This design comes from an exercise in tuning for small area, a short achievable clock period and few clock cycles per item on the open sky130 flow, not from production work.
Function was checked by simulation only, so behaviour that the tests miss may differ from the original.
No activity file was given, so power comes from the tool's default toggle rates.

## bf_rescale
module bf_rescale (
    input  wire        clk,
    input  wire        rst,
    input  wire        start,
    input  wire [63:0] mask,
    input  wire [1:0]  rs_cap,
    output wire        ready,
    output reg         rd_en,
    output wire [5:0]  rd_addr,
    input  wire [31:0] rd_data,
    output reg         out_valid,
    output reg  [5:0]  out_idx,
    output reg  [12:0] out_i,
    output reg  [12:0] out_q,
    output reg         done,
    output wire [15:0] s_out,
    output wire [4:0]  exp_out,
    output wire        null_out
);
    localparam [1:0] S_IDLE = 2'd0,
                     S_P1   = 2'd1,
                     S_DIV  = 2'd2,
                     S_P2   = 2'd3;
    localparam [5:0] D_FIRST  = 6'd6;
    localparam [5:0] P2_FIRST = 6'd38;
    localparam [5:0] P2_LAST  = 6'd37;
    localparam [1:0] M_SQ  = 2'd0,     
                     M_ONE = 2'd1,     
                     M_S   = 2'd2;     
    reg [1:0]  state;
    reg        ready_r;
    reg [5:0]  cnt;
    reg [63:0] mask_r;
    reg        cap_hi, cap_lo;
    reg        two;                     
    reg [15:0] s_r;
    reg [4:0]  exp_r;
    reg        null_r;
    assign ready    = ready_r;
    assign rd_addr  = cnt;
    assign s_out    = s_r;
    assign exp_out  = exp_r;
    assign null_out = null_r;
    wire accept = start & ready_r;
    wire last_rd  = (state == S_P1 && cnt == 6'd0) || (state == S_P2 && cnt == P2_LAST);
    wire first_rd = (state == S_P1 && cnt == 6'd1) || (state == S_P2 && cnt == P2_FIRST);
  ...
Size: about 3100 cells after synthesis, about 170 I/O pins.
==> flow/config.mk <==
export PLATFORM = sky130hd
export DESIGN_NAME = bf_rescale
export DESIGN_NICKNAME = bf_rescale
export VERILOG_FILES = /design/flow/design.v
export SDC_FILE = /design/flow/constraint.sdc
export NUM_CORES = 4
export LEC_CHECK = 0
export CAP_MARGIN = 20
export CORE_MARGIN = 2
export CORE_UTILIZATION = 40
export PLACE_DENSITY = 0.6
export SLEW_MARGIN = 20
==> flow/constraint.sdc <==
create_clock -name core_clock -period 12.0 [get_ports {clk}]
set_input_delay 2.4000 -clock core_clock [delete_from_list [all_inputs] [get_ports {clk}]]
set_output_delay 2.4000 -clock core_clock [all_outputs]
set_load 0.01 [all_outputs]
standard.sh (not shown) runs the stock make flow with config.mk's settings and CLKGATE_MAP_FILE= SYNTH_SCRIPT=/design/flow/synth_recipe.tcl, a recipe that flattens the netlist after the stock synthesis.
==> flow/flow/run.sh <==
#!/bin/bash
# The standard layout (standard.sh, unchanged synthesis and steps) with three settings:
#  - the setup repair aims for a slack margin of 8.3 ns below the 12 ns clock, so that it
#    works on every path longer than 3.7 ns rather than only on paths over 12 ns;
#  - the port buffers are buf_2 rather than the default delay cell;
#  - clock tree clusters of at most 20 flip-flops within 100 um.
# Each tool's full output is in the ORFS logs under orfs/logs/; make's output is in
# standard_make.log beside this script's work folder.
set -euo pipefail
bash standard.sh SETUP_SLACK_MARGIN=8.3 CTS_CLUSTER_SIZE=20 CTS_CLUSTER_DIAMETER=100 \
    "BUFFER_PORTS_ARGS=-buffer_cell sky130_fd_sc_hd__buf_2" finish > standard_make.log 2>&1
The first run finished clean.
Testbench counts at the start, summed over its fixed seeds: cycles 43,495, items 384.
Then changed:
--- a/flow/flow/run.sh
+++ b/flow/flow/run.sh
@@ -10 +10 @@
-bash standard.sh SETUP_SLACK_MARGIN=8.3 CTS_CLUSTER_SIZE=20 CTS_CLUSTER_DIAMETER=100 \
+bash standard.sh SETUP_SLACK_MARGIN=8.3 CTS_CLUSTER_SIZE=25 CTS_CLUSTER_DIAMETER=100 CORE_UTILIZATION=55 PLACE_DENSITY=0.75 \
=> Setup slack improves by 8.7 ps. Non-clock buffer count came out lower by 3. Sequential share of layout area came out higher by 0.38 points. Total power came out lower by 0.76%. Global-route usage came out higher by 7.1 points. Design area came out lower by 1.2%. Critical path depth came out lower by 1. Cell count came out lower by 6.4%.
Then changed:
--- a/flow/flow/run.sh
+++ b/flow/flow/run.sh
@@ -10 +10 @@
-bash standard.sh SETUP_SLACK_MARGIN=8.3 CTS_CLUSTER_SIZE=25 CTS_CLUSTER_DIAMETER=100 CORE_UTILIZATION=55 PLACE_DENSITY=0.75 \
+bash standard.sh SETUP_SLACK_MARGIN=8.3 CTS_CLUSTER_SIZE=20 CTS_CLUSTER_DIAMETER=100 SLEW_MARGIN=5 CAP_MARGIN=5 \
Sequential power is about the same.
Worst setup slack loses 8.1 ps.
Critical path depth went up by 1.
Then changed:
==> flow/flow/run.sh (replaced) <==
#!/bin/bash
# The standard layout, with the setup repair aiming for a margin below the clock period
# and plain buffers (not delay cells) on the ports.
set -euo pipefail
bash standard.sh SETUP_SLACK_MARGIN=8.3 CTS_CLUSTER_SIZE=30 CTS_CLUSTER_DIAMETER=100 "BUFFER_PORTS_ARGS=-buffer_cell sky130_fd_sc_hd__buf_2" finish > standard_make.log 2>&1
Outcome:
- The changed run completed without violations
- die area stays the same
- fmax hardly moves
- final cell count is about the same
- wire length came out lower by 0.68%
- sequential power barely changes
- final area came out lower by 0.60%
- total power came out lower by 1.4%
- global-route usage barely changes
- synthesized area is unchanged
- utilization came out lower by 0.27 points
- worst setup slack improves by 7.8 ps

==> port drivers added, routing unchanged <==
Ports are ideal in the flow. The routed layouts listed here were re-timed in OpenROAD. Step 1 sets driving cells, clkbuf_16 on the clock port and buf_2 on the other inputs (assumed; they add their load-dependent delay and slew). Step 2 moves the port delays by t, midway between the first and last clock arrival at a register: inputs arrive t later, outputs are due t later. That takes back most of the time a late clock gives input paths. Three values: ideal ports, drivers, drivers and shift; two values: the first two.
| run | shift t [ns] | setup slack, ns | hold WS [ns] | worst setup path at the end | slew at the worst register clock pin (ns) |
|---|---|---|---|---|---|
| the first run | 0.653 | 8.342 / 8.279 / 8.265 | 0.331 / 0.331 / 0.331 | input to register | 0.09 / 0.09 |
| the second run | 0.641 | 8.351 / 8.293 / 8.314 | 0.333 / 0.333 / 0.333 | input to register | 0.10 / 0.10 |
| the third run | 0.653 | 8.343 / 8.279 / 8.257 | 0.332 / 0.332 / 0.332 | input to register | 0.09 / 0.09 |
| the fourth run | 0.631 | 8.350 / 8.287 / 8.280 | 0.340 / 0.340 / 0.340 | input to register | 0.12 / 0.12 |
After both steps setup and hold are still met in every run listed. The setup slack of the third run, which loses most, moves by -0.064 ns with the drivers and by -0.086 ns with both steps.
